This design comes from an exercise in tuning for small area, a short achievable clock period and few clock cycles per item on the open sky130 flow, not from production work.
Where RTL was checked, it was by simulation tests only, not by an equivalence proof against the original.

// pagecode_dec
module pagecode_dec (
  input  wire        clk,
  input  wire        rst,
  input  wire        in_valid,
  input  wire [7:0]  in_data,
  output reg         in_ready,
  output reg         out_valid,
  output reg         out_clean,
  output reg         out_poison,
  output reg         out_ok,
  output reg  [2:0]  out_count,
  output reg  [31:0] out_pos,
  output reg  [31:0] out_val
);
  function automatic [7:0] gf_mul(input [7:0] a, input [7:0] b);
    integer i;
    reg [7:0] p, aa;
    begin
      p  = 8'h00;
      aa = a;
      for (i = 0; i < 8; i = i + 1) begin
        if (b[i]) p = p ^ aa;
        aa = {aa[6:0], 1'b0} ^ (aa[7] ? 8'h1d : 8'h00);
      end
      gf_mul = p;
    end
  endfunction
  function automatic [3:0] gf16_mul(input [3:0] a, input [3:0] b);
    reg [6:0] p;
    begin
      p = ({3'b0, a} & {7{b[0]}}) ^ ({2'b0, a, 1'b0} & {7{b[1]}}) ^
          ({1'b0, a, 2'b0} & {7{b[2]}}) ^ ({a, 3'b0} & {7{b[3]}});
      gf16_mul = p[3:0] ^ {p[6:4], 1'b0} ^ {1'b0, p[6:4]};
    end
  endfunction
  function automatic [11:0] gf_inv1(input [7:0] a);
    reg [7:0] c;
    reg [3:0] a1, a0, sq, s0;
    begin
      c[0] = a[0] ^ a[1] ^ a[3] ^ a[5];
      c[1] = a[1] ^ a[4] ^ a[7];
      c[2] = a[7];
      c[3] = a[1] ^ a[6];
      c[4] = a[4] ^ a[7];
      c[5] = a[1] ^ a[3] ^ a[4];
      c[6] = a[2] ^ a[5] ^ a[6];
      c[7] = a[5];
      a1 = c[7:4]; a0 = c[3:0];
      sq[0] = a1[0] ^ a1[1];
      sq[1] = a1[0] ^ a1[2];
      sq[2] = a1[0];
      sq[3] = a1[0] ^ a1[1] ^ a1[3];
      s0[0] = a0[0] ^ a0[2];
      s0[1] = a0[2];
      s0[2] = a0[1] ^ a0[3];
      s0[3] = a0[3];
      gf_inv1 = {a1, a0 ^ a1, sq ^ s0 ^ gf16_mul(a1, a0)};
    end
  endfunction
  function automatic [7:0] gf_inv2(input [11:0] h);
    reg [7:0] c, o;
    reg [3:0] di;
    begin
      case (h[3:0])
        4'd0: di = 4'd0;
        4'd1: di = 4'd1;
        4'd2: di = 4'd9;
        4'd3: di = 4'd14;
        4'd4: di = 4'd13;
        4'd5: di = 4'd11;
        4'd6: di = 4'd7;
        4'd7: di = 4'd6;
        4'd8: di = 4'd15;
        4'd9: di = 4'd2;
        4'd10: di = 4'd12;
        4'd11: di = 4'd5;
  ...
Size: roughly 390 flip-flops, roughly 83 I/O pins, ~24000 um^2 of cells after synthesis.
export LEC_CHECK = 0
export CAP_MARGIN = 20
export CORE_MARGIN = 2
export CORE_UTILIZATION = 40
export SLEW_MARGIN = 20
create_clock -name core_clock -period 12.0 [get_ports {clk}]
standard.sh (not shown) runs the stock make flow with config.mk's settings and CLKGATE_MAP_FILE= SYNTH_SCRIPT=/design/flow/synth_recipe.tcl, a recipe that flattens the netlist after the stock synthesis.
==> flow/flow/run.sh <==
#!/bin/bash
# The standard layout, with ORFS's repair_timing aiming at a setup slack
# margin of 8.5 ns, and buf_2 cells as the port buffers (the SDC, clock period
# and all other settings unchanged).
set -euo pipefail
export SETUP_SLACK_MARGIN=8.5
export BUFFER_PORTS_ARGS="-buffer_cell sky130_fd_sc_hd__buf_2"
bash standard.sh > standard_flow.log 2>&1
Testbench counts at the start, summed over its fixed seeds: cycles 53,187, items 384.
==> next run, changes <==
CORE_UTILIZATION = 50   (was 40)
CTS_CLUSTER_DIAMETER = 80   (was default)
CTS_CLUSTER_SIZE = 20   (was default)
Outcome:
- fmax rises by 0.40%
- utilization rises by 10 points
- setup slack improves by 0.014 ns
- synthesized cell count does not change
- sequential cell count stays the same
- wire length falls by 2.2%
- die area falls by 20%
- global-route usage rises by 5.1 points
- clock-buffer cell count falls by 19

Starting RTL as in the previous note.
Settings: LEC_CHECK=0, CAP_MARGIN=20, CORE_MARGIN=2, CORE_UTILIZATION=50, CTS_CLUSTER_DIAMETER=80, CTS_CLUSTER_SIZE=20, SLEW_MARGIN=20; clock period 12.0 ns.
==> flow/flow/run.sh <==
#!/bin/bash
# The standard layout, with ORFS's repair_timing aiming at a setup slack
# margin of 8.4 ns, and buf_2 cells as the port buffers (the SDC, clock period
# and all other settings unchanged).
set -euo pipefail
export SETUP_SLACK_MARGIN=8.4
export BUFFER_PORTS_ARGS="-buffer_cell sky130_fd_sc_hd__buf_2"
bash standard.sh > standard_flow.log 2>&1
Testbench counts at the start, summed over its fixed seeds: cycles 53,187, items 384.
Then changed:
--- a/flow/flow/run.sh
+++ b/flow/flow/run.sh
@@ -3 +3 @@
-# margin of 8.4 ns, and buf_2 cells as the port buffers (the SDC, clock period
+# margin of 8.5 ns, and buf_2 cells as the port buffers (the SDC, clock period
@@ -6 +6 @@
-export SETUP_SLACK_MARGIN=8.4
+export SETUP_SLACK_MARGIN=8.5
CORE_UTILIZATION = 40   (was 50)
CTS_CLUSTER_DIAMETER = 60   (was 80)
CTS_CLUSTER_SIZE = 16   (was 20)
=> The changed run produced a clean layout; sequential share of layout area drops by 1.0 points; worst setup slack improves by 0.042 ns; via count climbs by 1.1%; worst hold slack degrades by 0.0088 ns; final area climbs by about 3%.
Then changed:
CORE_UTILIZATION = 55   (was 40)
CTS_CLUSTER_DIAMETER = 80   (was 60)
CTS_CLUSTER_SIZE = 20   (was 16)
=> Die area drops by 27%. Worst setup slack degrades by 0.044 ns. Sequential share of layout area climbs by 0.92 points. Routed wire length drops by 2.1%. Worst hold slack hardly moves.

pagecode_dec, a different RTL version from the one above (not shown whole).
For scale: roughly 310 flip-flops, ~83 I/O pins.
clock: 12.0 ns
lec_check: 0
cap_margin: 20
core_margin: 2
core_utilization: 40
slew_margin: 20
==> flow/flow/run.sh <==
#!/bin/bash
# The standard layout, with ORFS's repair_timing aiming at a setup slack
# margin of 8 ns (the SDC, clock period and all other settings unchanged).
set -euo pipefail
export SETUP_SLACK_MARGIN=8
bash standard.sh > standard_flow.log 2>&1
Next try:
==> flow/flow/run.sh (replaced) <==
#!/bin/bash
# The standard layout, with ORFS's repair_timing aiming at a setup slack
# margin of 7 ns (the SDC, clock period and all other settings unchanged).
set -euo pipefail
export SETUP_SLACK_MARGIN=7
bash standard.sh > standard_flow.log 2>&1
ABC_AREA = 1   (was default)
CORE_UTILIZATION = 60   (was 40)
Worst hold slack loses 24 ps; cell count rises by 29%; global-route usage rises by 16 points; wire length rises by 13%; final area rises by 4.0%; clock skew hardly moves; non-clock buffer count falls by 100.
Next try:
ABC_AREA = default   (was 1)
CORE_UTILIZATION = 40   (was 60)
Sequential share of layout area goes up by 1.9 points.
Die area goes up by about 36%.
Routed wire length goes down by 17%.
No functional check of the RTL was part of any run of this note.

== v10 ==
Another version of the RTL of pagecode_dec (not shown whole).
For scale: about 2,500 cells after synthesis, ~83 I/O pins.
Settings: LEC_CHECK=0, CAP_MARGIN=20, CORE_MARGIN=2, CORE_UTILIZATION=40, SLEW_MARGIN=20; clock period 12.0 ns.
==> flow/flow/run.sh <==
#!/bin/bash
# The standard layout, with ORFS's repair_timing aiming at a setup slack
# margin of 8 ns (the SDC, clock period and all other settings unchanged).
set -euo pipefail
export SETUP_SLACK_MARGIN=8
bash standard.sh > standard_flow.log 2>&1
Per the final summary, v10 finished and its layout is clean on timing, DRC and antenna.
Inputs modified between v10 and v18:
==> flow/run.sh (new file) <==
#!/bin/bash
# synth_recipe.tcl (not shown) runs the flow's synth.tcl, then flattens the netlist and writes it again
# the make line also repeats each setting of config.mk as NAME=value (left out here)
make -C /OpenROAD-flow-scripts/flow DESIGN_CONFIG=/design/flow/config.mk WORK_HOME=/design/flow/orfs CLKGATE_MAP_FILE= SYNTH_SCRIPT=/design/flow/synth_recipe.tcl finish
removed: flow/flow/run.sh
removed: flow/standard.sh
### Flow results
- Re number of cell instances on the worst register-to-register path: v18 is 7 down on v10.
- Register-to-register slack: v10 and v18 compared, lower one is v18
- Relative to v10, v18 degrades hold slack.
- The top layer used by detailed routing comes out met5 in one run and met4 in the other, namely in v10 and v18 respectively.
- Post-detailed-route via-to-cell ratio across v10 and v18: no real change.
[inputs] v35 vs v18
==> flow/flow/run.sh (new file) <==
#!/bin/bash
# The standard layout, with ORFS's repair_timing aiming at a setup slack
# margin of 7 ns (the SDC, clock period and all other settings unchanged).
set -euo pipefail
export SETUP_SLACK_MARGIN=7
bash standard.sh > standard_flow.log 2>&1
==> flow/standard.sh (new file) <==
#!/bin/bash
# synth_recipe.tcl (not shown) runs the flow's synth.tcl, then flattens the netlist and writes it again
# the make line also repeats each setting of config.mk as NAME=value (left out here)
make -C /OpenROAD-flow-scripts/flow DESIGN_CONFIG=/design/flow/config.mk WORK_HOME=/design/flow/orfs CLKGATE_MAP_FILE= SYNTH_SCRIPT=/design/flow/synth_recipe.tcl "${@:-finish}"
removed: flow/run.sh
[summary]
Count of clock-buffer cells in the layout: v35 vs v18 identical. The total of plain and repair buffers excluding clock buffers in v35 sits 42 above the value recorded for v18. Reported for v35 and v18, number of hold-repair buffers added at the cts stage turned out identical to the last digit. Compared with v18, v35 shows a lower arrival time of data at the critical path endpoint. v35 ends up with a number of buffers inserted to repair setup after CTS that is 15 higher than in v18. Compared with v18, v35 has extra setup slack. Critical path depth: v35 < v18. Going from v18 to v35, required arrival time at the worst endpoint shrinks by 0.18 ns. Compared to v18, v35 has first-pass GRT wire length 0.38% higher. Fraction of standard cell area in multi-input logic | v35 below v18.
Function was not checked in any run of this note: the RTL went through the layout flow alone.

Another version of the RTL of pagecode_dec (not shown whole).
For scale: ~2400 cells after synthesis, roughly 320 flip-flops, about 23000 sq um of cells after synthesis.
export LEC_CHECK = 0
export CAP_MARGIN = 20
export CORE_MARGIN = 2
export CORE_UTILIZATION = 40
export CTS_CLUSTER_DIAMETER = 80
export CTS_CLUSTER_SIZE = 20
export SLEW_MARGIN = 20
create_clock -name core_clock -period 12.0 [get_ports {clk}]
==> flow/flow/run.sh <==
#!/bin/bash
# The standard layout, with ORFS's repair_timing aiming at a setup slack
# margin of 8.5 ns, and buf_2 cells as the port buffers (the SDC, clock period
# and all other settings unchanged).
set -euo pipefail
export SETUP_SLACK_MARGIN=8.5
export BUFFER_PORTS_ARGS="-buffer_cell sky130_fd_sc_hd__buf_2"
bash standard.sh > standard_flow.log 2>&1
The first run completed without violations.
Then changed:
Settings changed: CORE_UTILIZATION 40 to 55, CTS_CLUSTER_DIAMETER 80 to not set, CTS_CLUSTER_SIZE 20 to not set.
Die area goes down by 27%.
Final cell count drops by 6.9%.
Utilization climbs by 17 points.
Design area barely changes.
Synthesized cell count does not change.
Worst setup slack improved by 16 ps.
First-iteration DRC count came out lower by 10%.
Synthesized area stays the same.
No run of this note included a check of the RTL's function; only the layout flow was run.

[afterwards: timing with drivers on the ports]
The results above use ideal ports. As a check the final layouts listed here were re-extracted and re-timed, cells and wires unchanged. Step 1 sets driving cells, clkbuf_16 on the clock port and buf_2 on the other inputs (assumed; they add their load-dependent delay and slew). Step 2 moves the port delays by t, midway between the first and last clock arrival at a register: inputs arrive t later, outputs are due t later. That takes back most of the time a late clock gives input paths. Slacks: no drivers / after step 1 / after step 2; pairs: no drivers / after step 1.
run	shift t [ns]	setup WS [ns]	pins driven straight from the clock port
the first run of note 1	0.641	8.511 / 8.456 / 8.590	1
the second run of note 1	0.654	8.525 / 8.466 / 8.590	1
the first run of note 2	0.642	8.482 / 8.427 / 8.482	1
the second run of note 2	0.636	8.524 / 8.464 / 8.570	1
the third run of note 2	0.640	8.480 / 8.465 / 8.480	1
the first run of note 3	0.654	8.003 / 7.939 / 7.920	1
the second run of note 3	0.634	7.200 / 7.200 / 7.200	1
the third run of note 3	0.645	7.542 / 7.528 / 7.542	1
v10	0.657	7.461 / 7.461 / 7.379	1
v18	0.614	6.236 / 6.236 / 5.894	1
v35	0.616	7.106 / 7.144 / 6.528	1
the first run of note 5	0.646	8.332 / 8.269 / 8.579	1
the second run of note 5	0.625	8.348 / 8.289 / 8.465	1
After both steps every run listed still meets setup and hold. The setup slack of v35, which loses most, moves by +0.038 ns with the drivers and by -0.578 ns with both steps.
